This design comes from an exercise in tuning for small area, a short achievable clock period and few clock cycles on the open sky130 flow, not from production work. In this exercise RTL edits were held to simulation tests only and were not proved equivalent to the original. Power and IR drop assume default switching activity.

==> flow/design.v <==
module bs16_lzc #(parameter LW = 5) (
    input  wire [(1<<LW)-1:0] x,
    output wire [LW:0]        n
);
    generate
        if (LW == 0) begin : g_leaf
            assign n = !x[0];
        end else begin : g_node
            localparam H = 1 << (LW - 1);
            wire [LW-1:0] nh, nl;
            bs16_lzc #(.LW(LW - 1)) u_h (.x(x[2*H-1:H]), .n(nh));
            bs16_lzc #(.LW(LW - 1)) u_l (.x(x[H-1:0]),   .n(nl));
            if (LW == 1) begin : g_two
                assign n = nh[0] ? {nl[0], !nl[0]} : 2'b00;
            end else begin : g_many
                assign n = nh[LW-1] ? {nl[LW-1], !nl[LW-1], nl[LW-2:0]} : {1'b0, nh};
            end
        end
    endgenerate
endmodule
module bs16_add #(parameter W = 8) (
    input  wire [W-1:0] a,
    input  wire [W-1:0] b,
    input  wire         ci,
    output wire [W-1:0] s,
    output wire         co
);
    reg [W-1:0] g, p, gg, pp;
    reg [W:0]   c;
    integer i, k;
    always @(*) begin
        g = a & b;
        p = a ^ b;
        gg = g;
        pp = p;
        gg[0] = g[0] | (p[0] & ci);
        for (k = 1; k < W; k = k * 2)
            for (i = 0; i < W; i = i + 1)
                if ((i / k) % 2 == 1) begin
                    gg[i] = gg[i] | (pp[i] & gg[(i / k) * k - 1]);
                    pp[i] = pp[i] & pp[(i / k) * k - 1];
                end
        c[0] = ci;
        for (i = 0; i < W; i = i + 1)
            c[i + 1] = gg[i];
    end
    assign s  = p ^ c[W-1:0];
    assign co = c[W];
endmodule
module bs16_hop (
    input  wire        clk,
    input  wire        rst,
    input  wire        in_valid,
    output wire        in_ready,
    input  wire        in_esc,
    input  wire [7:0]  in_e,
    input  wire [15:0] in_m,
    input  wire [31:0] in_f,
    input  wire [31:0] in_c,
    output wire        out_valid,
    input  wire        out_ready,
    output wire        out_esc,
    output wire [7:0]  out_e,
    output wire [31:0] out_data,
    output wire        out_last
);
    reg         rdy;               
    reg         v0;
    reg         s0_esc;
    reg  [31:0] s0_p;              
    reg  [31:0] s0_c;
    wire [15:0] in_mag;
    bs16_add #(16) u_neg (.a(in_m[15] ? ~in_m : in_m), .b(16'd0), .ci(in_m[15]), .s(in_mag), .co());
    wire [15:0] d_mag = s0_p[15:0];
    wire [7:0]  d_e   = s0_p[23:16];
    wire        d_neg = s0_p[24];
    wire [4:0]  d_lz;
    bs16_lzc #(4) u_dlz (.x(d_mag), .n(d_lz));
    wire [3:0]  d_sh  = ({3'd0, d_lz} <= d_e) ? d_lz[3:0] : d_e[3:0];
    wire [15:0] d_ms  = d_mag << d_sh;
    wire [7:0]  d_x   = d_ms[15] ? (d_e + 8'd1 - {4'd0, d_sh}) : 8'd0;
    wire [31:0] dec   = {d_neg, d_x, d_ms[14:0], 8'd0};
    wire [31:0] a     = s0_esc ? s0_p : dec;
    wire [31:0] b     = s0_c;
    wire        sa = a[31], sb = b[31];
    wire [7:0]  ea = a[30:23], eb = b[30:23];
    wire [22:0] fa = a[22:0], fb = b[22:0];
    wire a_nan = (ea == 8'hFF) && (fa != 23'd0);
    wire b_nan = (eb == 8'hFF) && (fb != 23'd0);
    wire a_inf = (ea == 8'hFF) && (fa == 23'd0);
    wire b_inf = (eb == 8'hFF) && (fb == 23'd0);
    wire        no_swap;
    bs16_add #(31) u_cmp (.a(a[30:0]), .b(~b[30:0]), .ci(1'b1), .s(), .co(no_swap));
    wire        swap = !no_swap;
    wire [7:0]  ea_e = (ea == 8'd0) ? 8'd1 : ea;
    wire [7:0]  eb_e = (eb == 8'd0) ? 8'd1 : eb;
    wire [7:0]  dab, dba;
    wire        a_ge;              
    bs16_add #(8) u_dab (.a(ea_e), .b(~eb_e), .ci(1'b1), .s(dab), .co(a_ge));
    bs16_add #(8) u_dba (.a(eb_e), .b(~ea_e), .ci(1'b1), .s(dba), .co());
    wire [7:0]  dd   = a_ge ? dab : dba;
    wire [4:0]  d5   = (dd > 8'd26) ? 5'd27 : dd[4:0];
    reg         v1, s1_esc;
    reg         s1_sx, s1_sub;
    reg  [7:0]  s1_ex;             
    reg  [23:0] s1_mx, s1_my;
    reg  [4:0]  s1_d;              
    reg         s1_nan, s1_inf, s1_infs, s1_zs;
    wire [26:0] my_g  = {s1_my, 3'b000};
    wire [26:0] my_sh = my_g >> s1_d;
    wire        stk   = |(my_g & ~({27{1'b1}} << s1_d));
    wire [27:0] my_al = {1'b0, my_sh[26:1], my_sh[0] | stk};
    wire [27:0] mx_g  = {1'b0, s1_mx, 3'b000};
    wire [27:0] sum;
    bs16_add #(28) u_sum (.a(mx_g), .b(s1_sub ? ~my_al : my_al), .ci(s1_sub), .s(sum), .co());
    wire [5:0]  lz32;
    bs16_lzc #(5) u_lz (.x({sum[26:0], 5'b11111}), .n(lz32));
    wire [4:0]  lz    = lz32[4:0];                       
    wire [7:0]  exm1  = s1_ex - 8'd1;
    wire [4:0]  lsh   = ({3'd0, lz} <= exm1) ? lz : exm1[4:0];
    reg         v2, s2_esc;
    reg  [27:0] s2_sum;
    reg  [4:0]  s2_lsh;
    reg  [7:0]  s2_ex;
    reg         s2_sx, s2_zs, s2_nan, s2_inf, s2_infs;
    wire [26:0] nm    = s2_sum[27] ? {s2_sum[27:2], s2_sum[1] | s2_sum[0]} : (s2_sum[26:0] << s2_lsh);
    wire [7:0]  ne    = s2_sum[27] ? (s2_ex + 8'd1) : (s2_ex - {3'd0, s2_lsh});
    wire        rup   = nm[2] & (nm[1] | nm[0] | nm[3]);
    wire [23:0] rm;
    wire        rco;
    bs16_add #(24) u_rnd (.a(nm[26:3]), .b(24'd0), .ci(rup), .s(rm), .co(rco));
    wire [8:0]  re    = {1'b0, ne} + {8'd0, rco};
    wire [23:0] rmn   = rco ? {1'b1, rm[23:1]} : rm;
    wire [7:0]  rfld  = rmn[23] ? re[7:0] : 8'd0;
    reg  [31:0] y;
    always @(*) begin
        if (s2_nan)
            y = 32'h7FC00000;
        else if (s2_inf)
            y = {s2_infs, 8'hFF, 23'd0};
        else if (s2_sum == 28'd0)
            y = {s2_zs, 31'd0};
        else if (re >= 9'd255)
            y = {s2_sx, 8'hFF, 23'd0};
        else
            y = {s2_sx, rfld, rmn[22:0]};
    end
    reg         v3, s3_esc;
    reg  [31:0] s3_y;
    wire        y_neg = s3_y[31];
    wire [7:0]  y_ef  = s3_y[30:23];
    wire [22:0] y_f   = s3_y[22:0];
    wire        y_up  = !y_neg && (&y_f[22:8]);                                   
    wire        y_dn  = y_neg && (y_f[22:8] == 15'd0) && (y_f[7:0] <= 8'h80);     
    wire [7:0]  e_i   = (y_ef == 8'd0) ? {7'd0, !y_neg && (&y_f[22:7])}
                                       : (y_ef + {7'd0, y_up} - {7'd0, y_dn});
    wire        esc_i = s3_esc || (y_ef == 8'hFF);
    reg  [31:0] buf_q [0:31];
    reg  [4:0]  wcnt;          
    reg  [4:0]  rd;            
    reg         pend;          
    reg         eq;            
    reg  [7:0]  emax;
    reg         besc;
    reg  [7:0]  p_e;           
    reg         p_esc;
    wire        stall3 = pend && eq;                  
    wire        wr     = v3 && !stall3;
    wire        r3     = !v3 || !stall3;
    wire        r2     = !v2 || r3;
    wire        r1     = !v1 || r2;
    wire        last_w = wr && (wcnt == 5'd31);
    wire [7:0]  f_e    = (wcnt == 5'd0) ? e_i : ((e_i > emax) ? e_i : emax);
    wire        f_esc  = (wcnt == 5'd0) ? esc_i : (besc || esc_i);
    wire        f_besc = f_esc || (f_e == 8'hFF);
    reg         va;
    reg  [31:0] ra_v;
    reg  [7:0]  ra_e;
    reg         ra_esc;
    reg         ra_last;
    reg         ov;
    wire        ra_adv  = !ov || out_ready;
    wire        rd_c    = pend || last_w;             
    wire        rd_go   = rd_c && (!va || ra_adv);
    wire [4:0]  gap     = rd - wcnt;
    wire        v0_m    = rdy || v0;                  
    wire        v1_n    = r1 ? v0 : v1;
    wire        v2_n    = r2 ? v1 : v2;
    wire        v3_n    = r3 ? v2 : v3;
    wire        full_n  = v0_m && v1_n && v2_n && v3_n;
    wire        eq_g    = wr ? eq : (gap == 5'd31);   
    wire        eq_s    = wr ? (gap == 5'd1) : eq;    
    wire        pend_g  = last_w || (pend && rd != 5'd31);
    wire        pend_s  = last_w || pend;
    wire        rdy_g   = !(full_n && pend_g && eq_g);
    wire        rdy_s   = !(full_n && pend_s && eq_s);
    always @(posedge clk) begin
        if (rdy) begin
            s0_esc <= in_esc;
            s0_p   <= in_esc ? in_f : {7'd0, in_m[15], in_e, in_mag};
            s0_c   <= in_c;
        end
        if (r1) begin
            s1_esc  <= s0_esc;
            s1_sx   <= swap ? sb : sa;
            s1_sub  <= sa ^ sb;
            s1_ex   <= a_ge ? ea_e : eb_e;
            s1_mx   <= swap ? {eb != 8'd0, fb} : {ea != 8'd0, fa};
            s1_my   <= swap ? {ea != 8'd0, fa} : {eb != 8'd0, fb};
            s1_d    <= d5;
            s1_nan  <= a_nan || b_nan || (a_inf && b_inf && (sa != sb));
            s1_inf  <= a_inf || b_inf;
            s1_infs <= a_inf ? sa : sb;
            s1_zs   <= sa & sb;
        end
        if (r2) begin
            s2_esc  <= s1_esc;
            s2_sum  <= sum;
            s2_lsh  <= lsh;
            s2_ex   <= s1_ex;
            s2_sx   <= s1_sx;
            s2_zs   <= s1_zs;
            s2_nan  <= s1_nan;
            s2_inf  <= s1_inf;
            s2_infs <= s1_infs;
        end
        if (r3) begin
            s3_esc  <= s2_esc;
            s3_y    <= y;
        end
        if (wr) begin
            buf_q[wcnt] <= s3_y;
            emax <= f_e;
            besc <= f_esc;
        end
        if (last_w) begin
            p_e   <= f_e;
            p_esc <= f_besc;
        end
        if (rd_go) begin
            ra_v    <= buf_q[rd];
            ra_e    <= last_w ? f_e : p_e;
            ra_esc  <= last_w ? f_besc : p_esc;
            ra_last <= (rd == 5'd31);
        end
        if (rst) begin
            rdy  <= 1'b1;
            v0   <= 1'b0;
            v1   <= 1'b0;
            v2   <= 1'b0;
            v3   <= 1'b0;
            wcnt <= 5'd0;
            rd   <= 5'd0;
            pend <= 1'b0;
            eq   <= 1'b1;
            va   <= 1'b0;
        end else begin
            rdy  <= rd_go ? rdy_g : rdy_s;
            if (rdy) v0 <= in_valid;
            v1   <= v1_n;
            v2   <= v2_n;
            v3   <= v3_n;
            wcnt <= wcnt + {4'd0, wr};
            if (rd_go) rd <= rd + 5'd1;
            pend <= rd_go ? pend_g : pend_s;
            eq   <= rd_go ? eq_g : eq_s;
            if (rd_go) va <= 1'b1;
            else if (ra_adv) va <= 1'b0;
        end
    end
    wire [7:0]  v_ef  = ra_v[30:23];
    wire [23:0] v_m   = {v_ef != 8'd0, ra_v[22:0]};
    wire [7:0]  v_efe = (v_ef == 8'd0) ? 8'd1 : v_ef;
    wire signed [9:0] v_t = $signed({2'b00, ra_e}) + 10'sd1 - $signed({2'b00, v_efe});
    wire [4:0]  t_c   = v_t[9] ? 5'd0 : (v_t > 10'sd18) ? 5'd18 : v_t[4:0];
    wire [41:0] w     = {v_m, 18'd0} >> t_c;
    wire [15:0] q     = w[41:26];
    wire        rnd   = w[25] & ((|w[24:0]) | q[0]);
    wire        v_neg = ra_v[31];
    wire [15:0] mant;
    bs16_add #(16) u_enc (.a(v_neg ? ~q : q), .b(16'd0), .ci(v_neg ^ rnd), .s(mant), .co());
    reg         o_esc, o_last;
    reg  [7:0]  o_e;
    reg  [31:0] o_data;
    always @(posedge clk) begin
        if (rst)
            ov <= 1'b0;
        else if (ra_adv)
            ov <= va;
        if (ra_adv) begin
            o_esc  <= ra_esc;
            o_e    <= ra_esc ? 8'd0 : ra_e;
            o_data <= ra_esc ? ra_v : {16'd0, mant};
            o_last <= ra_last;
        end
    end
    assign in_ready  = rdy;
    assign out_valid = ov;
    assign out_esc   = o_esc;
    assign out_e     = o_e;
    assign out_data  = o_data;
    assign out_last  = o_last;
endmodule
==> flow/run.sh <==
#!/bin/bash
# synth_recipe.tcl (not shown) runs the flow's synth.tcl, then flattens the netlist and writes it again
# the make line also repeats each setting of config.mk as NAME=value (left out here)
make -C /OpenROAD-flow-scripts/flow DESIGN_CONFIG=/design/flow/config.mk WORK_HOME=/design/flow/orfs CLKGATE_MAP_FILE= SYNTH_SCRIPT=/design/flow/synth_recipe.tcl finish
==> flow/config.mk <==
export PLATFORM = sky130hd
export DESIGN_NAME = bs16_hop
export DESIGN_NICKNAME = bs16_hop
export VERILOG_FILES = /design/flow/design.v
export SDC_FILE = /design/flow/constraint.sdc
export NUM_CORES = 4
export LEC_CHECK = 0
export CAP_MARGIN = 20
export CORE_MARGIN = 2
export CORE_UTILIZATION = 40
export SETUP_SLACK_MARGIN = 2.0
export SLEW_MARGIN = 20
==> flow/constraint.sdc <==
create_clock -name core_clock -period 40.0 [get_ports {clk}]
set_input_delay 8.0000 -clock core_clock [delete_from_list [all_inputs] [get_ports {clk}]]
set_output_delay 8.0000 -clock core_clock [all_outputs]
set_load 0.01 [all_outputs]
==> results of run 1 <==
per-layer routing:
| metal | vias to the layer above | GRT usage, % | share of wire, % |
|---|---|---|---|
| li1 | 16700 | - | - |
| met1 | 19200 | 26.4 | 42 |
| met2 | 1106 | 33.8 | 51 |
| met3 | 223 | 2.97 | 5.3 |
| met4 | 2 | 5.75 | 2.4 |
| met5 | - | 0 | 0.0080 |
flip-flops by register name, summed over array words and instances (netlist names), 8 cells and up:
name    cells
s0_p       32
s2_ex       8
p_e         8
s3_y       32
s0_c       32
s1_mx      24
buf_q    1024
o_data     32
s1_ex       8
s1_my      24
s2_sum     28
ra_e        8
ra_v       32
o_e         8
emax        8
per-stage QoR:
step,power [W],setup slack [ns],instance area (µm²),instances
5_1_grt,0.00432,28.73,73200,6590
4_1_cts,0.00412,29.06,73000,6575
2_1_floorplan,0.00255,28.55,64400,4163
3_5_place_dp,0.00284,28.22,68500,6325
6_report,0.00411,28.97,73200,6590
3_3_place_gp,0.00282,28.22,68500,6325
cell type report:
type                            instances  area share (%)
Multi-Input combinational cell       2409            30.9
Sequential cell                      1358            55.3
Clock buffer                          181            5.12
Clock inverter                         69            1.04
Timing Repair Buffer                  236            3.05
Inverter                              177           0.907
Tap cell                             2160            3.69
cell usage in the layout (no fill, tap or decap), types with 28 or more instances in the layout:
cell,n
mux2i_1,113
clkinv_1,28
clkbuf_1,36
inv_1,172
and2_1,44
o21ai_0,139
mux2_2,110
mux4_2,355
nor2_1,243
nand4_1,36
nor4_1,34
buf_4,84
nand2b_1,30
a31oi_1,30
nor2_4,33
nor3_1,52
xnor2_1,91
nor2b_1,29
nand2_1,230
xor2_1,61
nand3_1,53
clkbuf_16,144
clkdlybuf4s50_1,136
a21oi_1,173
edfxtp_1,1330
ha_1,160
report_power, final:
group | internal (W) | leakage [nW] | switching (W)
combinational | 0.000357 | 9.50 | 0.000548
clock | 0.000719 | 2.18 | 0.000562
sequential | 0.00180 | 12.6 | 0.000123
cell families after synthesis:
| kind of cell | after synthesis | synth area share, % |
|---|---|---|
| and+or+nand+nor | 874 | 6.54 |
| AOI/OAI and AO/OA | 630 | 6.42 |
| adders and majority gates | 175 | 3.58 |
| xor gates and xnor gates | 152 | 2.07 |
| buffers and inverters | 396 | 2.39 |
| DFF | 1358 | 62.9 |
| muxes | 578 | 16.1 |
how the worst max path moves through the flow:
stage | endpoint | slack (ns)
detailed placement | s0_p[13] | 28.22
CTS | s0_p[13] | 29.06
finish | s0_p[13] | 28.97
global route | s0_p[13] | 28.73
global placement | s0_p[13] | 28.22
floorplan | rdy | 28.55
==> run_results.csv, run 1 <==
group,metric,value,unit
grt,grt_max_degree,101,
run_status,status,"finished clean",
run,maxCapViolations,0,
setup_path,critPathLaunch,"in_m[15]",
setup_path,r2r_slack,30.20,ns
setup_path,end_kind,"flip-flop",
finish,diodes,0,
die,die_area,0.164,mm²
logic_synthesis,synth_edf_count,1330,
die,initial_utilization,40.2,%
timing,rsz0062_at_grt,"false",
detailed_routing,drt-initial-drc-count,3608,
clock_network,ctsResizeCount,0,
die,rows,147,
timing,report.final.hold_viol_count,0,
setup_path,cp_num_cells,12,
setup_path,ff2ff_path_depth,34,
setup_path,worstPathCellList,"clkdlybuf4s50_1 > ha_1 > ha_1 > nand2_1 > or3b_2 > nor2_1 > and3_1 > nand2b_1 > a21oi_1 > nor2_1 > xor2_1 > mux2_2",
logic_synthesis,yosysTopAreaCellShare,62.0,%
timing,slew_violations,0,
finish,area_growth,13.8,%
clock_network,clock_sinks,1358,
clock_network,clk_latency,0.78,ns
timing,fin_crit_sh,27.6,%
detailed_routing,ant_nets,0,
clock_network,cts_tree,"built",
timing,relSlewSlack,23.7,%
logic_synthesis,async_flop_share,0,%
setup_path,cp_num_buf_inv,1,
detailed_routing,drc_errors,0,
logic_synthesis,postSynthCellCount,4163,
timing,tightestPinTransition,1.14,ns
logic_synthesis,ys_seq_area_share,62.9,%
finish,seqCellArea,0.0405,mm²
die,core_area,0.160,mm²
setup_path,crit_slowest_cell,"clkdlybuf4s50_1",
finish,fillerInstances,13800,
grt,antenna_found_initial,1,
detailed_routing,routed_wirelength,163,mm
setup_path,timing.rr.start,"s0_p[0]",
setup_path,path_class,"in -> reg",
placed_design,place.gp.congestion,0.875,
logic_synthesis,yosys_warnings,6,
die,die_h,405,µm
clock_network,cts_buffer_depth,3,
logic_synthesis,synth_cell_type_count,104,
finish,fin_util,45.7,%
power_and_ir_drop,leakage,24.3,nW
power_and_ir_drop,powerDensity,56.2,mW/mm²
logic_synthesis,yosysMostFrequentCell,"edfxtp_1",
logic_synthesis,syn-cell-area,0.0644,mm²
grt,grt_usage,19.9,%
logic_synthesis,synth_area_leaders,"edfxtp_1, mux4_2, ha_1, mux2_2, mux2i_1",
finish,drive_gt1_share,18.8,%
clock_network,cts_hold_buf,0,
timing,period_needed,11.03,ns
power_and_ir_drop,ir_drop,0.0403,mV
grt,grt_pass1_wl,243,mm
logic_synthesis,synth_top_area_cell,"edfxtp_1",
grt,grt_overflow,0,
detailed_routing,vias_per_cell,5.66,
logic_synthesis,ys.flop_type,"edfxtp_1",
hold_path,holdPathStages,0,
detailed_routing,num_vias,37300,
setup_path,cp-start-kind,"primary input",
detailed_routing,post_drt_wl_per_cell,24.8,µm
clock_network,cts_made_buffers,143,
placed_design,io_buffers,136,
timing,fin_skew,0.0554,ns
hold_path,hold_end,"s3_esc",
finish,multi_input_area,0.0226,mm²
hold_path,hold_class,"reg -> reg",
clock_network,post_cts_buffers,0,
setup_path,crit_path_max_incr_delay,1.19,ns
clock_network,htree_levels,4,
timing,finalSetupTns,0,ns
die,ioPinCount,137,
setup_path,required,40.50,ns
clock_network,path_clk_slew,0.06,ns
logic_synthesis,syn_area_per_cell,15.5,µm²
detailed_routing,drtPass1Iterations,6,
setup_path,r2r_end,"s1_d[0]",
timing,setup_viol,0,
logic_synthesis,yosys_register_bits,1358,
setup_path,crit_arrival,11.52,ns
logic_synthesis,synthTopCellsByCount,"edfxtp_1, mux4_2, nor2_1",
placed_design,dpl.hpwl,99.5,mm
timing,hold_ws,0.408,ns
setup_path,cp_max_fo,27,
clock_network,clockRootBuffer,"clkbuf_16",
hold_path,hold_start,"s2_esc",
die,fp.dieW,405,µm
logic_synthesis,syn_nets,4431,
finish,layout.nets,4593,
setup_path,path_delay_family,"simple AND/OR/NAND/NOR gates",
grt,grt_pass1_vias,37100,
timing,clock.fmax,0.0907,GHz
Testbench counts, summed over its fixed seeds: cycles 16,688.
==> run 2: changes to the inputs <==
--- a/flow/config.mk
+++ b/flow/config.mk
@@ -7,6 +7,6 @@
 export LEC_CHECK = 0
 export CAP_MARGIN = 20
 export CORE_MARGIN = 2
-export CORE_UTILIZATION = 40
+export CORE_UTILIZATION = 60
 export SETUP_SLACK_MARGIN = 2.0
 export SLEW_MARGIN = 20
==> run 2 against run 1 <==
Against the previous run: utilization up 22 points; combinational power shrank 5.1%; area after synthesis stayed put; sequential cell count unchanged; final cell count is 12% lower; routed wire length is 1.6% lower; clock-buffer cell count grew 1; clock power is essentially flat; worst hold slack improved by 0.011 ns; still clean on timing, DRC and antenna.
==> run_results.csv, run 2 <==
group,metric,value,unit
detailed_routing,vias_per_cell,6.45,
setup_path,crit_arrival,10.71,ns
grt,grt_pass1_vias,36900,
die,initial_utilization,60.3,%
timing,tightestPinTransition,1.14,ns
clock_network,htree_levels,4,
detailed_routing,routed_wirelength,160,mm
setup_path,critPathLaunch,"in_m[15]",
timing,setup_viol,0,
power_and_ir_drop,clock_power_share,30.7,%
logic_synthesis,synth_cell_type_count,104,
power_and_ir_drop,powerDensity,56.3,mW/mm²
finish,multi_input_area,0.0226,mm²
power_and_ir_drop,p_seq_share,48.2,%
power_and_ir_drop,p_sw_share,29.4,%
timing,relSlewSlack,24.2,%
finish,fin_cells,5825,
detailed_routing,num_vias,37600,
timing,period_needed,10.20,ns
logic_synthesis,yosysMostFrequentCell,"edfxtp_1",
finish,regMostFlops,"buf_q",
logic_synthesis,yosys_warnings,6,
placed_design,dp_cells,5565,
placed_design,dpl.hpwl,98.6,mm
setup_path,cp_max_fo,27,
power_and_ir_drop,ir_drop,0.0495,mV
finish,area_growth,12.0,%
logic_synthesis,synth_area_leaders,"edfxtp_1, mux4_2, ha_1, mux2_2, mux2i_1",
die,rows,120,
finish,layout.nets,4583,
power_and_ir_drop,leakage,24.2,nW
clock_network,ctsResizeCount,0,
timing,rsz0062_at_grt,"false",
grt,grtUsageMet2,47.9,%
logic_synthesis,ys_seq_area_share,62.9,%
logic_synthesis,synthTopCellsByCount,"edfxtp_1, mux4_2, nor2_1",
logic_synthesis,syn-cell-area,0.0644,mm²
detailed_routing,drc_errors,0,
timing,finalSetupTns,0,ns
logic_synthesis,syn_area_per_cell,15.5,µm²
setup_path,end_kind,"flip-flop",
clock_network,clockRootBuffer,"clkbuf_16",
placed_design,place.gp.congestion,0.908,
power_and_ir_drop,p_switching,0.00119,W
die,ioPinCount,137,
clock_network,cts_buffer_depth,3,
grt,met3_usage,3.98,%
grt,grt_usage,29.5,%
setup_path,timing.rr.start,"s0_p[0]",
setup_path,cp-start-kind,"primary input",
clock_network,cts_hold_buf,0,
run,maxCapViolations,0,
die,die_h,332,µm
clock_network,path_clk_slew,0.06,ns
finish,fillerInstances,7346,
hold_path,hold_start,"s1_sx",
timing,report.final.hold_viol_count,0,
hold_path,hold_class,"reg -> reg",
finish,seqCellArea,0.0405,mm²
die,die_area,0.110,mm²
die,core_area,0.107,mm²
setup_path,required,40.51,ns
setup_path,path_class,"in -> reg",
clock_network,cts_tree,"built",
power_and_ir_drop,p_int,0.00287,W
grt,antenna_found_initial,2,
detailed_routing,drtPass1Iterations,6,
detailed_routing,ant_nets,0,
logic_synthesis,yosysTopAreaCellShare,62.0,%
timing,slew_violations,0,
detailed_routing,post_drt_wl_per_cell,27.6,µm
finish,largest_register_ffs,1024,
logic_synthesis,yosys_register_bits,1358,
logic_synthesis,postSynthCellCount,4163,
finish,layout_common_cells,"edfxtp_1, mux4_2, nor2_1, nand2_1",
timing,fin_skew,0.0476,ns
clock_network,cts_made_buffers,141,
grt,busiest_layer,"met2",
logic_synthesis,synth_edf_count,1330,
logic_synthesis,ys.flop_type,"edfxtp_1",
run_status,status,"finished clean",
power_and_ir_drop,combPwrFrac,21.1,%
timing,fin_crit_sh,25.5,%
finish,layout_commonest_cell,"edfxtp_1",
clock_network,clock_sinks,1358,
die,fp.dieW,332,µm
grt,use_met1,42.4,%
clock_network,post_cts_buffers,0,
grt,grt_pass1_wl,239,mm
detailed_routing,drt-initial-drc-count,4598,
logic_synthesis,syn_nets,4431,
logic_synthesis,async_flop_share,0,%
logic_synthesis,synth_top_area_cell,"edfxtp_1",
placed_design,io_buffers,136,
finish,drive_gt1_share,18.5,%
grt,grt_overflow,0,
timing,clock.fmax,0.0980,GHz
grt,grt_max_degree,132,
clock_network,clk_latency,0.76,ns
## run 2: through the flow
step	power, W	hold WS (ns)	worst slack [ns]	instance area, µm²	util (%)
after global placement	0.00281	0.402	28.25	67500	63.3
after detailed placement	0.00282	0.405	28.24	67600	63.3
final	0.00406	0.419	29.80	72100	67.5
after floorplan	0.00255	0.400	28.55	64400	-
after CTS	0.00406	0.420	29.04	71900	67.4
after global routing	0.00425	0.437	29.24	72100	67.5
## run 2: layer usage
| layer | wire length [µm] | up-vias |
|---|---|---|
| met5 | 0 | - |
| met4 | 4400 | 0 |
| met3 | 11800 | 258 |
| met2 | 78400 | 1624 |
| met1 | 65900 | 19000 |
| li1 | - | 16700 |
## run 2: final cells by class
class	count	share of cell area, %
Multi-Input combinational cell	2409	31.4
Clock buffer	182	5.33
Timing Repair Buffer	228	3.02
Sequential cell	1358	56.2
Clock inverter	66	0.737
Inverter	177	0.921
Antenna cell	2	0.00694
Tap cell	1403	2.43
## run 2: logic make-up (layout without fill, tap and decap cells)
| group | after synthesis | count (layout) | share of synthesized area (%) |
|---|---|---|---|
| and+or+nand+nor | 874 | 874 | 6.54 |
| muxes | 578 | 578 | 16.1 |
| adders and majority gates | 175 | 175 | 3.58 |
| AOI/OAI and AO/OA | 630 | 630 | 6.42 |
| buffers and inverters | 396 | 653 | 2.39 |
| DFF | 1358 | 1358 | 62.9 |
| other | 0 | 2 | 0 |
| xor gates and xnor gates | 152 | 152 | 2.07 |
## run 2: power by group through the flow
stage / combinational [W] / sequential [W] / clock [W]
3_5_place_dp: 0.000816 / 0.00201 / 0
3_3_place_gp: 0.000808 / 0.00200 / 0
5_1_grt: 0.000957 / 0.00197 / 0.00132
4_1_cts: 0.000821 / 0.00198 / 0.00127
6_report: 0.000859 / 0.00196 / 0.00125
2_1_floorplan: 0.000604 / 0.00194 / 0
## run 2: worst paths after layout
kind | endpoint | slack (ns) | depth (start not counted)
max reg2reg | s1_d[4] | 30.10 | 34
min reg2reg | s2_sx | 0.42 | 0
max | s0_p[13] | 29.80 | 12
min | s2_sx | 0.42 | 0
## run 2: critical path: stages
cell,delay (ns)
buf_2,0.44
ha_1,0.25
ha_1,0.17
nand2_1,0.08
or3b_2,0.54
nor2_1,0.22
and3_1,0.32
nand2b_1,0.08
a21oi_1,0.16
nor2_1,0.07
xor2_1,0.13
mux2_2,0.25
==> run 3: changes to the inputs <==
--- a/flow/design.v
+++ b/flow/design.v
@@ -67,41 +67,53 @@
     reg         rdy;               
     reg         v0;
     reg         s0_esc;
-    reg  [31:0] s0_p;              
+    reg  [7:0]  s0_e;
+    reg  [15:0] s0_m;
+    reg  [31:0] s0_f;
     reg  [31:0] s0_c;
-    wire [15:0] in_mag;
-    bs16_add #(16) u_neg (.a(in_m[15] ? ~in_m : in_m), .b(16'd0), .ci(in_m[15]), .s(in_mag), .co());
-    wire [15:0] d_mag = s0_p[15:0];
-    wire [7:0]  d_e   = s0_p[23:16];
-    wire        d_neg = s0_p[24];
-    wire [4:0]  d_lz;
-    bs16_lzc #(4) u_dlz (.x(d_mag), .n(d_lz));
-    wire [3:0]  d_sh  = ({3'd0, d_lz} <= d_e) ? d_lz[3:0] : d_e[3:0];
+    wire [7:0]  d_e   = s0_e;
+    wire        d_neg = s0_m[15];
+    wire [15:0] d_n   = d_neg ? ~s0_m : s0_m;
+    wire [15:0] d_mag;
+    bs16_add #(16) u_neg (.a(d_n), .b(16'd0), .ci(d_neg), .s(d_mag), .co());
+    wire [4:0]  d_lzn;
+    bs16_lzc #(4) u_dlz (.x(d_n), .n(d_lzn));
+    wire [15:0] d_s1  = d_n  | (d_n  >> 1);
+    wire [15:0] d_s2  = d_s1 | (d_s1 >> 2);
+    wire [15:0] d_s4  = d_s2 | (d_s2 >> 4);
+    wire [15:0] d_sm  = d_s4 | (d_s4 >> 8);           
+    wire [4:0]  d_lz  = d_lzn - {4'd0, d_neg && (d_sm == d_n)};
+    wire        d_nrm = (d_mag != 16'd0) && ({3'd0, d_lz} <= d_e);    
+    wire [3:0]  d_sh  = d_nrm ? d_lz[3:0] : d_e[3:0];
     wire [15:0] d_ms  = d_mag << d_sh;
-    wire [7:0]  d_x   = d_ms[15] ? (d_e + 8'd1 - {4'd0, d_sh}) : 8'd0;
-    wire [31:0] dec   = {d_neg, d_x, d_ms[14:0], 8'd0};
-    wire [31:0] a     = s0_esc ? s0_p : dec;
-    wire [31:0] b     = s0_c;
-    wire        sa = a[31], sb = b[31];
-    wire [7:0]  ea = a[30:23], eb = b[30:23];
-    wire [22:0] fa = a[22:0], fb = b[22:0];
-    wire a_nan = (ea == 8'hFF) && (fa != 23'd0);
+    wire [7:0]  d_x   = d_e + 8'd1 - {3'd0, d_lz};
+    wire [7:0]  d_xe  = d_nrm ? d_x : 8'd1;             
+    wire        sa   = s0_esc ? s0_f[31] : d_neg;
+    wire [7:0]  ea   = s0_esc ? s0_f[30:23] : (d_nrm ? d_x : 8'd0);
+    wire [22:0] fa   = s0_esc ? s0_f[22:0] : {d_ms[14:0], 8'd0};
+    wire        ha   = s0_esc ? (s0_f[30:23] != 8'd0) : d_nrm;
+    wire [7:0]  ea_e_f = (s0_f[30:23] == 8'd0) ? 8'd1 : s0_f[30:23];
+    wire [7:0]  ea_e = s0_esc ? ea_e_f : d_xe;
+    wire        sb   = s0_c[31];
+    wire [7:0]  eb   = s0_c[30:23];
+    wire [22:0] fb   = s0_c[22:0];
+    wire [7:0]  eb_e = (eb == 8'd0) ? 8'd1 : eb;
+    wire a_nan = s0_esc && (s0_f[30:23] == 8'hFF) && (s0_f[22:0] != 23'd0);
     wire b_nan = (eb == 8'hFF) && (fb != 23'd0);
-    wire a_inf = (ea == 8'hFF) && (fa == 23'd0);
+    wire a_inf = s0_esc ? ((s0_f[30:23] == 8'hFF) && (s0_f[22:0] == 23'd0))
+                        : ((s0_m == 16'h8000) && (d_e == 8'd254));
     wire b_inf = (eb == 8'hFF) && (fb == 23'd0);
-    wire        no_swap;
-    bs16_add #(31) u_cmp (.a(a[30:0]), .b(~b[30:0]), .ci(1'b1), .s(), .co(no_swap));
-    wire        swap = !no_swap;
-    wire [7:0]  ea_e = (ea == 8'd0) ? 8'd1 : ea;
-    wire [7:0]  eb_e = (eb == 8'd0) ? 8'd1 : eb;
-    wire [7:0]  dab, dba;
-    wire        a_ge;              
-    bs16_add #(8) u_dab (.a(ea_e), .b(~eb_e), .ci(1'b1), .s(dab), .co(a_ge));
-    bs16_add #(8) u_dba (.a(eb_e), .b(~ea_e), .ci(1'b1), .s(dba), .co());
-    wire [7:0]  dd   = a_ge ? dab : dba;
-    wire [4:0]  d5   = (dd > 8'd26) ? 5'd27 : dd[4:0];
+    wire [8:0]  k_ab = {1'b0, d_e} + 9'd1 - {1'b0, eb_e};
+    wire [8:0]  k_ba = {1'b0, eb_e} - {1'b0, d_e} - 9'd1;
+    wire [8:0]  fab  = {1'b0, ea_e_f} - {1'b0, eb_e};
+    wire [8:0]  fba  = {1'b0, eb_e} - {1'b0, ea_e_f};
+    wire [8:0]  dab  = s0_esc ? fab : d_nrm ? (k_ab - {4'd0, d_lz}) : (9'd1 - {1'b0, eb_e});
+    wire [8:0]  dba  = s0_esc ? fba : d_nrm ? (k_ba + {4'd0, d_lz}) : ({1'b0, eb_e} - 9'd1);
+    wire        a_ge = !dab[8];    
+    wire [8:0]  dd   = a_ge ? dab : dba;
+    wire [4:0]  d5   = (dd > 9'd26) ? 5'd27 : dd[4:0];
     reg         v1, s1_esc;
-    reg         s1_sx, s1_sub;
+    reg         s1_sx, s1_sy;
     reg  [7:0]  s1_ex;             
     reg  [23:0] s1_mx, s1_my;
     reg  [4:0]  s1_d;              
@@ -111,8 +123,15 @@
     wire        stk   = |(my_g & ~({27{1'b1}} << s1_d));
     wire [27:0] my_al = {1'b0, my_sh[26:1], my_sh[0] | stk};
     wire [27:0] mx_g  = {1'b0, s1_mx, 3'b000};
-    wire [27:0] sum;
-    bs16_add #(28) u_sum (.a(mx_g), .b(s1_sub ? ~my_al : my_al), .ci(s1_sub), .s(sum), .co());
+    wire        s1_sub = s1_sx ^ s1_sy;
+    wire [27:0] sum_a;
+    wire        co_a;
+    bs16_add #(28) u_sum (.a(mx_g), .b(s1_sub ? ~my_al : my_al), .ci(s1_sub), .s(sum_a), .co(co_a));
+    wire [24:0] sum_b;
+    bs16_add #(25) u_sub (.a({1'b0, s1_my}), .b(~{1'b0, s1_mx}), .ci(1'b1), .s(sum_b), .co());
+    wire        flip  = s1_sub && !co_a;
+    wire [27:0] sum   = flip ? {sum_b, 3'b000} : sum_a;
+    wire        s_sx  = flip ? s1_sy : s1_sx;
     wire [5:0]  lz32;
     bs16_lzc #(5) u_lz (.x({sum[26:0], 5'b11111}), .n(lz32));
     wire [4:0]  lz    = lz32[4:0];                       
@@ -179,9 +198,12 @@
     reg         ra_esc;
     reg         ra_last;
     reg         ov;
-    wire        ra_adv  = !ov || out_ready;
+    wire        ra_adv  = !ov || out_ready;           
     wire        rd_c    = pend || last_w;             
     wire        rd_go   = rd_c && (!va || ra_adv);
+    wire [7:0]  e_mx    = (e_i > emax) ? e_i : emax;
+    wire [7:0]  rv_e    = pend ? p_e : e_mx;
+    wire        rv_x    = pend ? p_esc : (besc || esc_i || (e_mx == 8'hFF));
     wire [4:0]  gap     = rd - wcnt;
     wire        v0_m    = rdy || v0;                  
     wire        v1_n    = r1 ? v0 : v1;
@@ -197,16 +219,18 @@
     always @(posedge clk) begin
         if (rdy) begin
             s0_esc <= in_esc;
-            s0_p   <= in_esc ? in_f : {7'd0, in_m[15], in_e, in_mag};
+            s0_e   <= in_e;
+            s0_m   <= in_m;
+            s0_f   <= in_f;
             s0_c   <= in_c;
         end
         if (r1) begin
             s1_esc  <= s0_esc;
-            s1_sx   <= swap ? sb : sa;
-            s1_sub  <= sa ^ sb;
+            s1_sx   <= a_ge ? sa : sb;
+            s1_sy   <= a_ge ? sb : sa;
             s1_ex   <= a_ge ? ea_e : eb_e;
-            s1_mx   <= swap ? {eb != 8'd0, fb} : {ea != 8'd0, fa};
-            s1_my   <= swap ? {ea != 8'd0, fa} : {eb != 8'd0, fb};
+            s1_mx   <= a_ge ? {ha, fa} : {eb != 8'd0, fb};
+            s1_my   <= a_ge ? {eb != 8'd0, fb} : {ha, fa};
             s1_d    <= d5;
             s1_nan  <= a_nan || b_nan || (a_inf && b_inf && (sa != sb));
             s1_inf  <= a_inf || b_inf;
@@ -218,7 +242,7 @@
             s2_sum  <= sum;
             s2_lsh  <= lsh;
             s2_ex   <= s1_ex;
-            s2_sx   <= s1_sx;
+            s2_sx   <= s_sx;
             s2_zs   <= s1_zs;
             s2_nan  <= s1_nan;
             s2_inf  <= s1_inf;
@@ -239,11 +263,12 @@
         end
         if (rd_go) begin
             ra_v    <= buf_q[rd];
-            ra_e    <= last_w ? f_e : p_e;
-            ra_esc  <= last_w ? f_besc : p_esc;
+            ra_e    <= rv_e;
+            ra_esc  <= rv_x;
             ra_last <= (rd == 5'd31);
         end
         if (rst) begin
+            va   <= 1'b0;
             rdy  <= 1'b1;
             v0   <= 1'b0;
             v1   <= 1'b0;
@@ -253,7 +278,6 @@
             rd   <= 5'd0;
             pend <= 1'b0;
             eq   <= 1'b1;
-            va   <= 1'b0;
         end else begin
             rdy  <= rd_go ? rdy_g : rdy_s;
             if (rdy) v0 <= in_valid;
==> run 3 against run 2 <==
Against the previous run: via count is 9.2% higher; clock skew fell by 0.025 ns; clock-buffer cell count shrank 20; worst hold slack gained 0.0062 ns; critical path depth shrank 11; register-to-register slack gained 1.5 ns; utilization down 0.13 points; first-iteration DRC count fell by 6.1%; non-clock buffer count rose by 9; area after synthesis grew 5.2%; routed wire length is 11% higher; critical endpoint is now in_ready; highest routed layer is now met5.
==> run_results.csv, run 3 <==
group,metric,value,unit
power_and_ir_drop,powerDensity,59.8,mW/mm²
power_and_ir_drop,p_switching,0.00147,W
finish,largest_register_ffs,1024,
timing,finalSetupTns,0,ns
logic_synthesis,ys.flop_type,"edfxtp_1",
clock_network,clockRootBuffer,"clkbuf_16",
placed_design,dpl.hpwl,110,mm
placed_design,place.gp.congestion,0.944,
die,die_h,340,µm
timing,clock.fmax,0.100,GHz
die,fp.dieW,340,µm
timing,fin_ws,30.02,ns
setup_path,path_delay_family,"buffers and inverters",
logic_synthesis,ys_seq_area_share,61.0,%
clock_network,ctsResizeCount,0,
logic_synthesis,yosysTopAreaCellShare,60.4,%
logic_synthesis,yosys_register_bits,1382,
clock_network,cts_tree,"built",
clock_network,cts_hold_buf,0,
timing,tightestPinTransition,1.10,ns
die,die_area,0.116,mm²
power_and_ir_drop,combPwrFrac,27.7,%
finish,regMostFlops,"buf_q",
finish,layout_common_cells,"edfxtp_1, mux4_2, nor2_1, nand2_1, ha_1",
timing,hold_ws,0.425,ns
power_and_ir_drop,p_int,0.00305,W
run_status,status,"finished clean",
power_and_ir_drop,clock_power_share,28.2,%
timing,relSlewSlack,26.9,%
clock_network,clk_latency,0.75,ns
power_and_ir_drop,leakage,25.8,nW
setup_path,ff2ff_path_depth,33,
die,ioPinCount,137,
logic_synthesis,synthTopCellsByCount,"edfxtp_1, mux4_2, nor2_1",
hold_path,hold_class,"reg -> reg",
logic_synthesis,synthSimpleGateAreaFrac,6.91,%
power_and_ir_drop,fin_total_pwr,0.00452,W
logic_synthesis,syn_area_per_cell,14.9,µm²
setup_path,cp_max_fo,22,
logic_synthesis,synth_top_area_cell,"edfxtp_1",
grt,grt_overflow,0,
timing,fin_crit_sh,24.9,%
finish,fin_cells,6275,
detailed_routing,routed_wirelength,178,mm
power_and_ir_drop,p_seq_share,44.0,%
setup_path,cp_num_cells,1,
finish,seqCellArea,0.0413,mm²
placed_design,io_buffers,136,
logic_synthesis,yosys_warnings,5,
timing,slew_violations,0,
placed_design,place_ws,29.70,ns
logic_synthesis,synth_edf_count,1363,
setup_path,worstPathCellList,"clkdlybuf4s50_1",
logic_synthesis,synth_top_family_by_area,"multiplexers",
grt,grt_pass1_wl,263,mm
clock_network,cts_buffer_depth,3,
detailed_routing,drc_errors,0,
detailed_routing,vias_per_cell,6.54,
logic_synthesis,async_flop_share,0,%
logic_synthesis,synth_compound_area_share,8.08,%
setup_path,end_kind,"primary output",
timing,rsz0062_at_grt,"false",
clock_network,htree_levels,4,
timing,fin_skew,0.0221,ns
placed_design,dp_cells,6010,
setup_path,required,32.00,ns
logic_synthesis,synth-xor-area-share,2.32,%
grt,grt_max_degree,146,
detailed_routing,num_vias,41100,
logic_synthesis,yosysMostFrequentCell,"edfxtp_1",
finish,area_growth,11.7,%
setup_path,cp_num_buf_inv,1,
setup_path,path_class,"reg -> out",
die,core_area,0.112,mm²
timing,report.final.hold_viol_count,0,
setup_path,crit_arrival,1.98,ns
clock_network,clock_sinks,1382,
timing,setup_viol,0,
logic_synthesis,synth-adder-area-share,4.39,%
setup_path,crit_slowest_cell,"clkdlybuf4s50_1",
logic_synthesis,syn_nets,4851,
grt,grt_usage,31.0,%
detailed_routing,drtPass1Iterations,5,
setup_path,crit_path_max_incr_delay,0.62,ns
finish,multi_input_area,0.0249,mm²
logic_synthesis,postSynthCellCount,4536,
power_and_ir_drop,p_sw_share,32.5,%
detailed_routing,post_drt_wl_per_cell,28.3,µm
setup_path,cp-start-kind,"flip-flop",
die,rows,123,
detailed_routing,ant_nets,0,
run,maxCapViolations,0,
grt,antenna_found_initial,3,
finish,layout.nets,4985,
grt,grt_pass1_vias,39900,
logic_synthesis,syn-cell-area,0.0677,mm²
hold_path,holdPathStages,0,
power_and_ir_drop,ir_drop,0.0473,mV
clock_network,cts_made_buffers,142,
finish,layout_commonest_cell,"edfxtp_1",
die,initial_utilization,60.4,%
timing,period_needed,9.98,ns
logic_synthesis,synth_cell_type_count,109,
logic_synthesis,muxShareOfSynthArea,14.7,%
finish,drive_gt1_share,17.4,%
clock_network,post_cts_buffers,0,
clock_network,path_clk_slew,0.06,ns
detailed_routing,drt-initial-drc-count,4318,
logic_synthesis,synth_area_leaders,"edfxtp_1, mux4_2, ha_1, nor2_1, xnor2_1",
finish,fillerInstances,7724,
[run 3: changes by cell type after synthesis, sizes merged, moves of 16 or more]
| cell | change |
|---|---|
| a211oi | +19 |
| a21o | +18 |
| a21oi | +23 |
| a22o | +20 |
| buf | +16 |
| edfxtp | +33 |
| ha | +37 |
| inv | +24 |
| mux2 | -34 |
| nand2 | +20 |
| nor3 | +20 |
| o21ai | +19 |
| xnor2 | +27 |
[run 3: final cells by class]
type | count | share of cell area (%)
diodes | 1 | 0.00331
multi-input cells | 2703 | 32.9
flip-flops and latches | 1382 | 54.6
clock buffers | 162 | 4.84
repair buffers | 237 | 2.99
well taps | 1500 | 2.48
inverters | 204 | 1.01
clock inverters | 86 | 1.10
[run 3: logic make-up (layout without fill, tap and decap cells)]
family / count (synthesis) / count (layout)
other: 0 / 1
adders and majority gates: 223 / 223
muxes: 535 / 535
DFF: 1382 / 1382
buffers and inverters: 451 / 689
and+or+nand+nor: 963 / 963
AOI/OAI and AO/OA: 803 / 803
xor gates and xnor gates: 179 / 179
[run 3: per-layer routing]
metal  wire, µm  up-vias  track usage [%]
met5         27        -                0
met4       6820        4             12.0
met3      12400      339             4.57
met2      90200     1813             52.5
met1      68300    20700             40.7
li1           -    18200                -
[run 3: worst paths after layout]
kind | from | to | slack [ns]
hold / removal | s1_nan | s2_nan | 0.43
setup reg to reg | s1_d[1] | s2_lsh[0] | 31.64
hold reg to reg | s1_nan | s2_nan | 0.43
setup / recovery | rdy | in_ready | 30.02
[run 3: stage by stage]
step | utilization, % | instance area [µm²]
global route | 67.4 | 75600
global placement | 63.2 | 70900
CTS | 67.2 | 75400
detailed placement | 63.2 | 70900
floorplan | - | 67700
finish | 67.4 | 75600
[run 3: power by group through the flow]
stage,clock [W],combinational (W),sequential [W]
floorplan,0,0.000837,0.00199
global placement,0,0.00114,0.00207
detailed placement,0,0.00115,0.00207
CTS,0.00130,0.00116,0.00204
global route,0.00135,0.00138,0.00200
finish,0.00128,0.00126,0.00199
Testbench counts of run 3, summed over its fixed seeds: cycles 16,688.
==> run 4: changes to the inputs <==
--- a/flow/config.mk
+++ b/flow/config.mk
@@ -7,6 +7,6 @@
 export LEC_CHECK = 0
 export CAP_MARGIN = 20
 export CORE_MARGIN = 2
-export CORE_UTILIZATION = 60
+export CORE_UTILIZATION = 72
 export SETUP_SLACK_MARGIN = 2.0
 export SLEW_MARGIN = 20
==> run 4 against run 3 <==
Against the previous run: the flow now stops in global routing (5_1_grt); synthesized cell count unchanged; area after synthesis unchanged.
==> run_results.csv, run 4 <==
group,metric,value,unit
logic_synthesis,syn-cell-area,0.0677,mm²
placed_design,dpl.hpwl,129,mm
run_status,error_message,"[ERROR GRT-0232] Routing congestion too high. Check the congestion heatmap in the GUI.",
die,fp.dieW,311,µm
placed_design,place_ws,29.69,ns
logic_synthesis,synth_area_leaders,"edfxtp_1, mux4_2, ha_1, nor2_1, xnor2_1",
placed_design,io_buffers,136,
logic_synthesis,yosysTopAreaCellShare,60.4,%
run_status,status,"aborted with a tool error",
die,rows,112,
placed_design,dp_cells,5761,
logic_synthesis,synthTopCellsByCount,"edfxtp_1, mux4_2, nor2_1",
clock_network,cts_hold_buf,0,
clock_network,clockRootBuffer,"clkbuf_16",
grt,grt_usage,57.3,%
logic_synthesis,ys_seq_area_share,61.0,%
logic_synthesis,postSynthCellCount,4536,
clock_network,cts_made_buffers,138,
placed_design,place.gp.congestion,0.964,
grt,grt_overflow,35,
run_status,haltStage,"global routing (5_1_grt)",
logic_synthesis,syn_nets,4851,
die,ioPinCount,137,
logic_synthesis,yosys_warnings,5,
clock_network,clock_sinks,1382,
die,initial_utilization,72.6,%
clock_network,cts_buffer_depth,3,
logic_synthesis,synth_edf_count,1363,
logic_synthesis,yosysMostFrequentCell,"edfxtp_1",
clock_network,ctsResizeCount,0,
logic_synthesis,yosys_register_bits,1382,
clock_network,post_cts_buffers,0,
placed_design,place_area,0.0706,mm²
die,die_h,311,µm
logic_synthesis,ys.flop_type,"edfxtp_1",
clock_network,htree_levels,4,
logic_synthesis,synth_cell_type_count,109,
logic_synthesis,synth_top_area_cell,"edfxtp_1",
logic_synthesis,async_flop_share,0,%
grt,grt_max_degree,157,
logic_synthesis,syn_area_per_cell,14.9,µm²
==> run 4: metrics by stage <==
step | hold slack, ns | utilization, %
after floorplan | 0.400 | -
after global placement | 0.402 | 75.6
after detailed placement | 0.405 | 75.6
after CTS | 0.420 | 80.4
==> run 4: metal layers <==
metal | overflow | global-route usage, %
met5 | 0 | 15.6
met4 | 15 | 46.0
met3 | 1 | 35.1
met2 | 18 | 80.4
met1 | 1 | 60.5
==> run 4: power groups by stage <==
stage / sequential, W / combinational (W) / clock (W)
after global placement: 0.00206 / 0.00113 / 0
after detailed placement: 0.00208 / 0.00115 / 0
after floorplan: 0.00199 / 0.000837 / 0
after CTS: 0.00206 / 0.00118 / 0.00133
==> run 4: logic make-up after synthesis <==
logic type	after synthesis	share of synthesized area (%)
compound gates	803	8.08
fa+ha+maj	223	4.39
flops	1382	61.0
buf+inv	451	2.62
xor+xnor	179	2.32
simple gates	963	6.91
mux	535	14.7
==> run 4: how the worst max path moves through the flow <==
stage | slack (ns) | endpoint | cells after the start
after floorplan | 28.38 | rdy | 6
after global placement | 29.75 | rdy | 8
after detailed placement | 29.69 | rdy | 8
after CTS | 30.13 | in_ready | 1
==> run 5: changes to the inputs <==
==> flow/flow/run.sh (new file) <==
#!/bin/bash
# The standard layout, with every port buffered by a buf_4 instead of the
# default port buffer, so the ports' own buffers do not slow the I/O paths.
set -euo pipefail
bash standard.sh 'BUFFER_PORTS_ARGS=-buffer_cell sky130_fd_sc_hd__buf_4' finish > standard_flow.log 2>&1
==> flow/standard.sh (new file) <==
#!/bin/bash
# synth_recipe.tcl (not shown) runs the flow's synth.tcl, then flattens the netlist and writes it again
# the make line also repeats each setting of config.mk as NAME=value (left out here)
make -C /OpenROAD-flow-scripts/flow DESIGN_CONFIG=/design/flow/config.mk WORK_HOME=/design/flow/orfs CLKGATE_MAP_FILE= SYNTH_SCRIPT=/design/flow/synth_recipe.tcl "${@:-finish}"
--- a/flow/config.mk
+++ b/flow/config.mk
@@ -7,6 +7,6 @@
 export LEC_CHECK = 0
 export CAP_MARGIN = 20
 export CORE_MARGIN = 2
-export CORE_UTILIZATION = 72
+export CORE_UTILIZATION = 60
 export SETUP_SLACK_MARGIN = 2.0
 export SLEW_MARGIN = 20
removed: flow/run.sh
==> run 5 against run 4 <==
Against the previous run: now clean on timing, DRC and antenna; synthesized cell count unchanged; area after synthesis unchanged.
==> run_results.csv, run 5 <==
group,metric,value,unit
run_status,status,"finished clean",
clock_network,cts_tree,"built",
finish,area_growth,11.1,%
setup_path,cp-start-kind,"flip-flop",
timing,rsz0062_at_grt,"false",
grt,grt_pass1_vias,40300,
clock_network,ctsResizeCount,0,
setup_path,ff2ff_path_depth,32,
clock_network,path_clk_slew,0.06,ns
setup_path,worstPathCellList,"buf_4",
logic_synthesis,yosysTopAreaCellShare,60.4,%
clock_network,clockRootBuffer,"clkbuf_16",
clock_network,cts_buffer_depth,3,
hold_path,hold_class,"reg -> reg",
finish,fillerInstances,7811,
die,fp.dieW,340,µm
run,maxCapViolations,0,
timing,setup_viol,0,
logic_synthesis,synthTopCellsByCount,"edfxtp_1, mux4_2, nor2_1",
clock_network,cts_made_buffers,142,
grt,use_met1,39.2,%
detailed_routing,routed_wirelength,175,mm
finish,regMostFlops,"buf_q",
logic_synthesis,yosysMostFrequentCell,"edfxtp_1",
finish,largest_register_ffs,1024,
finish,design_area,0.0753,mm²
clock_network,post_cts_buffers,0,
timing,fin_crit_sh,23.7,%
placed_design,io_buffers,136,
setup_path,cp_num_cells,1,
setup_path,crit_slowest_cell,"dfxtp_4",
setup_path,end_kind,"primary output",
logic_synthesis,synth_cell_type_count,109,
grt,met3_usage,4.26,%
timing,slew_violations,0,
hold_path,holdPathStages,0,
die,initial_utilization,60.4,%
setup_path,path_delay_family,"flip-flops",
grt,grt_usage,30.6,%
setup_path,crit_path_max_incr_delay,0.52,ns
setup_path,path_class,"reg -> out",
logic_synthesis,syn_area_per_cell,14.9,µm²
detailed_routing,drtPass1Iterations,6,
logic_synthesis,postSynthCellCount,4536,
grt,grt_overflow,0,
hold_path,hold_end,"s2_zs",
detailed_routing,drt-initial-drc-count,3959,
clock_network,clk_latency,0.76,ns
finish,layout.nets,4987,
timing,clock.fmax,0.106,GHz
grt,grtUsageMet2,52.3,%
timing,report.final.hold_viol_count,0,
logic_synthesis,syn_nets,4851,
power_and_ir_drop,ir_drop,0.0427,mV
power_and_ir_drop,powerDensity,60.0,mW/mm²
placed_design,dpl.hpwl,109,mm
grt,busiest_layer,"met2",
setup_path,timing.rr.start,"s1_d[0]",
detailed_routing,vias_per_cell,6.49,
grt,grt_max_degree,134,
setup_path,cp_num_buf_inv,1,
setup_path,required,32.00,ns
timing,period_needed,9.47,ns
setup_path,crit_arrival,1.47,ns
placed_design,place.gp.congestion,0.929,
placed_design,place_area,0.0706,mm²
logic_synthesis,synth_top_area_cell,"edfxtp_1",
die,die_area,0.116,mm²
logic_synthesis,ys.flop_type,"edfxtp_1",
timing,finalSetupTns,0,ns
setup_path,r2r_slack,31.19,ns
detailed_routing,post_drt_wl_per_cell,27.8,µm
clock_network,cts_hold_buf,0,
die,ioPinCount,137,
timing,tightestPinTransition,1.09,ns
timing,relSlewSlack,27.3,%
timing,fin_skew,0.0381,ns
logic_synthesis,yosys_register_bits,1382,
detailed_routing,drc_errors,0,
die,rows,123,
hold_path,hold_start,"s1_zs",
setup_path,r2r_end,"s2_lsh[0]",
clock_network,clock_sinks,1382,
finish,layout_common_cells,"edfxtp_1, mux4_2, nor2_1, nand2_1, buf_4",
setup_path,cp_max_fo,14,
logic_synthesis,ys_seq_area_share,61.0,%
die,die_h,340,µm
grt,antenna_found_initial,3,
logic_synthesis,synth_edf_count,1363,
grt,grt_pass1_wl,260,mm
finish,drive_gt1_share,20.0,%
detailed_routing,ant_nets,0,
logic_synthesis,yosys_warnings,5,
die,core_area,0.112,mm²
power_and_ir_drop,fin_total_pwr,0.00451,W
power_and_ir_drop,leakage,25.9,nW
clock_network,htree_levels,4,
detailed_routing,num_vias,40800,
logic_synthesis,syn-cell-area,0.0677,mm²
logic_synthesis,async_flop_share,0,%
finish,layout_commonest_cell,"edfxtp_1",
logic_synthesis,synth_area_leaders,"edfxtp_1, mux4_2, ha_1, nor2_1, xnor2_1",
==> run 5: cell counts after synthesis <==
No cell type changed its count.
==> run 5: through the flow <==
stage	hold slack (ns)	std cells	util (%)	worst slack, ns
after CTS	0.421	6264	66.9	30.47
after global routing	0.430	6279	67.1	30.48
final	0.419	6281	67.1	30.53
after detailed placement	0.405	6013	62.9	30.09
after global placement	0.404	6011	62.9	30.12
after floorplan	0.400	4536	-	28.38
==> run 5: kinds of logic after synthesis <==
group	Yosys count	share of synthesized area, %
flops	1382	61.0
mux	535	14.7
xor+xnor	179	2.32
buf+inv	451	2.62
compound gates	803	8.08
fa+ha+maj	223	4.39
simple gates	963	6.91
==> run 5: power by group <==
| group | total [W] | internal (W) | switching, W |
|---|---|---|---|
| logic | 0.00126 | 0.000482 | 0.000782 |
| registers | 0.00199 | 0.00185 | 0.000135 |
| clock network | 0.00126 | 0.000714 | 0.000551 |
==> run 5: routing by layer <==
layer	vias to the layer above	part of all wire [%]
met5	-	0.023
met4	6	4.5
met3	359	6.0
met2	1618	51
met1	20600	38
li1	18200	-
==> run 5: layout make-up <==
| type | instances | area (µm²) | area share, % |
|---|---|---|---|
| clock buffers | 185 | 3760 | 4.99 |
| well taps | 1500 | 1880 | 2.49 |
| clock inverters | 66 | 671 | 0.891 |
| flip-flops and latches | 1382 | 41300 | 54.9 |
| multi-input cells | 2703 | 24900 | 33.1 |
| inverters | 204 | 766 | 1.02 |
| diodes | 2 | 5.00 | 0.00665 |
| repair buffers | 239 | 1960 | 2.60 |
==> run 5: worst max-delay path by stage <==
stage | startpoint | to | slack [ns]
2_1_floorplan | out_ready | rdy | 28.38
3_3_place_gp | out_ready | rdy | 30.12
3_5_place_dp | out_ready | rdy | 30.09
4_1_cts | rdy | in_ready | 30.47
5_1_grt | rdy | in_ready | 30.48
6_report | rdy | in_ready | 30.53
==> run 6: changes to the inputs <==
--- a/flow/design.v
+++ b/flow/design.v
@@ -67,10 +67,11 @@
     reg         rdy;               
     reg         v0;
     reg         s0_esc;
-    reg  [7:0]  s0_e;
-    reg  [15:0] s0_m;
-    reg  [31:0] s0_f;
+    reg  [31:0] s0_p;              
     reg  [31:0] s0_c;
+    wire [7:0]  s0_e = s0_p[23:16];
+    wire [15:0] s0_m = s0_p[15:0];
+    wire [31:0] s0_f = s0_p;
     wire [7:0]  d_e   = s0_e;
     wire        d_neg = s0_m[15];
     wire [15:0] d_n   = d_neg ? ~s0_m : s0_m;
@@ -192,6 +193,14 @@
     wire [7:0]  f_e    = (wcnt == 5'd0) ? e_i : ((e_i > emax) ? e_i : emax);
     wire        f_esc  = (wcnt == 5'd0) ? esc_i : (besc || esc_i);
     wire        f_besc = f_esc || (f_e == 8'hFF);
+    wire [31:0] rsel = 32'd1 << rd;
+    reg  [31:0] rv;
+    integer k;
+    always @(*) begin
+        rv = 32'd0;
+        for (k = 0; k < 32; k = k + 1)
+            rv = rv | (buf_q[k] & {32{rsel[k]}});
+    end
     reg         va;
     reg  [31:0] ra_v;
     reg  [7:0]  ra_e;
@@ -217,11 +226,9 @@
     wire        rdy_g   = !(full_n && pend_g && eq_g);
     wire        rdy_s   = !(full_n && pend_s && eq_s);
     always @(posedge clk) begin
-        if (rdy) begin
+        if (rdy || !v0) begin
             s0_esc <= in_esc;
-            s0_e   <= in_e;
-            s0_m   <= in_m;
-            s0_f   <= in_f;
+            s0_p   <= in_esc ? in_f : {8'd0, in_e, in_m};
             s0_c   <= in_c;
         end
         if (r1) begin
@@ -262,7 +269,7 @@
             p_esc <= f_besc;
         end
         if (rd_go) begin
-            ra_v    <= buf_q[rd];
+            ra_v    <= rv;
             ra_e    <= rv_e;
             ra_esc  <= rv_x;
             ra_last <= (rd == 5'd31);
--- a/flow/config.mk
+++ b/flow/config.mk
@@ -8,5 +8,7 @@
 export CAP_MARGIN = 20
 export CORE_MARGIN = 2
 export CORE_UTILIZATION = 60
+export CTS_CLUSTER_DIAMETER = 100
+export CTS_CLUSTER_SIZE = 24
 export SETUP_SLACK_MARGIN = 2.0
 export SLEW_MARGIN = 20
==> run 6 against run 5 <==
Against the previous run: sequential power barely moved; sequential cell count shrank 24; final cell count is 2.7% higher; via count is 10% higher; still clean; utilization down 1.3 points; cell area down 6.2%; register-to-register slack better by 0.44 ns; highest routed layer unchanged; worst hold slack got worse by 0.014 ns; routed wire length grew 18%; die area is 3.7% lower; critical endpoint unchanged; setup slack better by 0.21 ns; first-iteration DRC count up 60%; largest cell class unchanged.
==> run_results.csv, run 6 <==
group,metric,value,unit
power_and_ir_drop,powerDensity,59.9,mW/mm²
timing,clock.fmax,0.108,GHz
clock_network,cts_buffer_depth,3,
logic_synthesis,postSynthCellCount,4951,
setup_path,cp-start-kind,"flip-flop",
detailed_routing,routed_wirelength,205,mm
placed_design,place_area,0.0683,mm²
timing,report.final.hold_viol_count,0,
timing,period_needed,9.27,ns
setup_path,cp_num_buf_inv,1,
setup_path,crit_arrival,1.26,ns
setup_path,required,32.00,ns
timing,relSlewSlack,22.7,%
power_and_ir_drop,fin_total_pwr,0.00422,W
logic_synthesis,syn-cell-area,0.0652,mm²
timing,fin_crit_sh,23.2,%
setup_path,crit_path_max_incr_delay,0.42,ns
logic_synthesis,synth_area_leaders,"edfxtp_1, ha_1, a22oi_1, mux2i_1, nor2_1",
die,ioPinCount,137,
die,die_area,0.111,mm²
setup_path,r2r_slack,31.63,ns
setup_path,path_class,"reg -> out",
setup_path,worstPathCellList,"buf_4",
finish,layout.nets,5349,
finish,regMostFlops,"buf_q",
finish,fillerInstances,7947,
clock_network,clock_sinks,1358,
clock_network,post_cts_buffers,0,
logic_synthesis,yosys_register_bits,1358,
finish,area_growth,8.25,%
timing,finalSetupTns,0,ns
logic_synthesis,synth_cell_type_count,101,
setup_path,timing.rr.start,"s0_p[15]",
timing,slew_violations,0,
detailed_routing,drtPass1Iterations,9,
power_and_ir_drop,leakage,24.6,nW
placed_design,io_buffers,136,
clock_network,cts_tree,"built",
logic_synthesis,ys_seq_area_share,62.3,%
die,rows,120,
logic_synthesis,async_flop_share,0,%
setup_path,ff2ff_path_depth,27,
clock_network,htree_levels,3,
timing,tightestPinTransition,1.16,ns
placed_design,place.gp.congestion,0.965,
finish,largest_register_ffs,1024,
power_and_ir_drop,ir_drop,0.0436,mV
die,fp.dieW,334,µm
die,core_area,0.107,mm²
grt,grt_pass1_wl,293,mm
finish,layout_commonest_cell,"edfxtp_1",
run_status,status,"finished clean",
logic_synthesis,syn_nets,5272,
hold_path,holdPathStages,0,
timing,fin_skew,0.0486,ns
finish,drive_gt1_share,11.4,%
detailed_routing,drt-initial-drc-count,6329,
setup_path,path_delay_family,"flip-flops",
grt,grt_overflow,0,
logic_synthesis,synth_edf_count,1339,
detailed_routing,vias_per_cell,6.98,
timing,setup_viol,0,
clock_network,cts_hold_buf,0,
hold_path,hold_class,"reg -> reg",
placed_design,dpl.hpwl,127,mm
logic_synthesis,synth_top_area_cell,"edfxtp_1",
run,maxCapViolations,0,
detailed_routing,drc_errors,0,
clock_network,clk_latency,0.70,ns
hold_path,hold_end,"s2_infs",
clock_network,ctsResizeCount,0,
detailed_routing,post_drt_wl_per_cell,31.8,µm
grt,antenna_found_initial,2,
grt,grt_pass1_vias,42500,
setup_path,cp_max_fo,4,
finish,design_area,0.0706,mm²
die,die_h,334,µm
clock_network,path_clk_slew,0.10,ns
logic_synthesis,yosysMostFrequentCell,"edfxtp_1",
setup_path,crit_slowest_cell,"dfxtp_1",
detailed_routing,num_vias,45000,
clock_network,cts_made_buffers,68,
setup_path,r2r_end,"s1_d[0]",
logic_synthesis,yosysTopAreaCellShare,61.7,%
hold_path,hold_start,"s1_infs",
logic_synthesis,ys.flop_type,"edfxtp_1",
finish,fin_util,65.7,%
grt,grt_usage,36.5,%
clock_network,clockRootBuffer,"clkbuf_16",
grt,grt_max_degree,69,
logic_synthesis,syn_area_per_cell,13.2,µm²
logic_synthesis,yosys_warnings,5,
finish,layout_common_cells,"edfxtp_1, a22oi_1, nand2_1, buf_4, nor2_1",
timing,hold_ws,0.405,ns
setup_path,end_kind,"primary output",
timing,rsz0062_at_grt,"false",
die,initial_utilization,60.7,%
logic_synthesis,synthTopCellsByCount,"edfxtp_1, a22oi_1, nor2_1",
detailed_routing,ant_nets,0,
## run 6: worst max-delay path by stage
stage                   start        to  slack [ns]  cells after the start
finish                    rdy  in_ready       30.74                      1
global route        out_ready       rdy       30.66                      8
CTS                       rdy  in_ready       30.70                      1
detailed placement  out_ready       rdy       30.08                      8
global placement    out_ready       rdy       30.10                      8
floorplan           out_ready       rdy       28.34                      6
## run 6: through the flow
| step | std cells | setup slack, ns |
|---|---|---|
| global route | 6452 | 30.66 |
| detailed placement | 6343 | 30.08 |
| global placement | 6341 | 30.10 |
| finish | 6453 | 30.74 |
| CTS | 6434 | 30.70 |
| floorplan | 4951 | 28.34 |
## run 6: cells by family (layout without fill, tap and decap cells)
logic type,after synthesis,in the layout,share of synthesized area [%]
other,0,1,0
XOR/XNOR,174,174,2.34
adder cells (fa/ha/maj),228,228,4.66
buffers and inverters,463,561,2.77
AND/OR/NAND/NOR,1208,1208,9.15
multiplexers,228,228,4.40
AO/OA/AOI/OAI,1292,1292,14.4
flip-flops,1358,1358,62.3
## run 6: area by class of cell
type / instances / area, µm² / area share (%)
antenna: 1 / 2.50 / 0.00355
clock buffer: 79 / 1740 / 2.47
clock inverter: 12 / 225 / 0.319
inverter: 199 / 747 / 1.06
multi-input combinational: 3130 / 23300 / 33.1
sequential: 1358 / 40600 / 57.5
tap: 1403 / 1760 / 2.49
timing repair buffer: 271 / 2180 / 3.09
## run 6: power by group
| part | total (W) | leakage, nW | switching (W) | internal [W] |
|---|---|---|---|---|
| combinational | 0.00148 | 11.0 | 0.000900 | 0.000584 |
| sequential | 0.00197 | 12.7 | 0.000137 | 0.00183 |
| clock | 0.000774 | 0.948 | 0.000452 | 0.000322 |
## run 6: routing by layer
metal | track usage (%) | share of wire (%)
met2 | 60.5 | 48
met5 | 0 | 0.011
met4 | 19.8 | 6.6
met3 | 5.15 | 9.7
met1 | 46.8 | 36
Testbench counts of run 6, summed over its fixed seeds: cycles 16,688.

## afterwards: timing with drivers on the ports
The results above use ideal ports. As a check the final layouts listed here were re-extracted and re-timed, cells and wires unchanged.
Step 1 (the two cells are an assumption about what drives the block):
set clk [get_ports {clk}]
set_driving_cell -lib_cell sky130_fd_sc_hd__clkbuf_16 $clk
set_driving_cell -lib_cell sky130_fd_sc_hd__buf_2 [delete_from_list [all_inputs] $clk]
Step 2 adds t to the input delays and takes it off the output delays; t is the mean of the earliest and latest rising clock arrival at the registers after step 1. Input paths then give back, and output paths get back, about the clock's delay inside the block.
Slacks: no drivers / after step 1 / after step 2; pairs: no drivers / after step 1.
run	t (ns)	setup slack, ns	slew at the worst register clock pin (ns)	cell pins on the clock port's net
run 1	0.841	28.973 / 29.032 / 28.191	0.06 / 0.06	1
run 2	0.812	29.799 / 29.842 / 29.030	0.06 / 0.06	1
run 3	0.810	30.021 / 29.947 / 29.675	0.06 / 0.06	1
run 5	0.814	30.528 / 30.452 / 30.056	0.06 / 0.06	1
run 6	0.760	30.735 / 30.655 / 30.086	0.10 / 0.10	1
After both steps setup and hold are still met in every run listed. The setup slack of run 1, which loses most, moves by +0.059 ns with the drivers and by -0.782 ns with both steps.
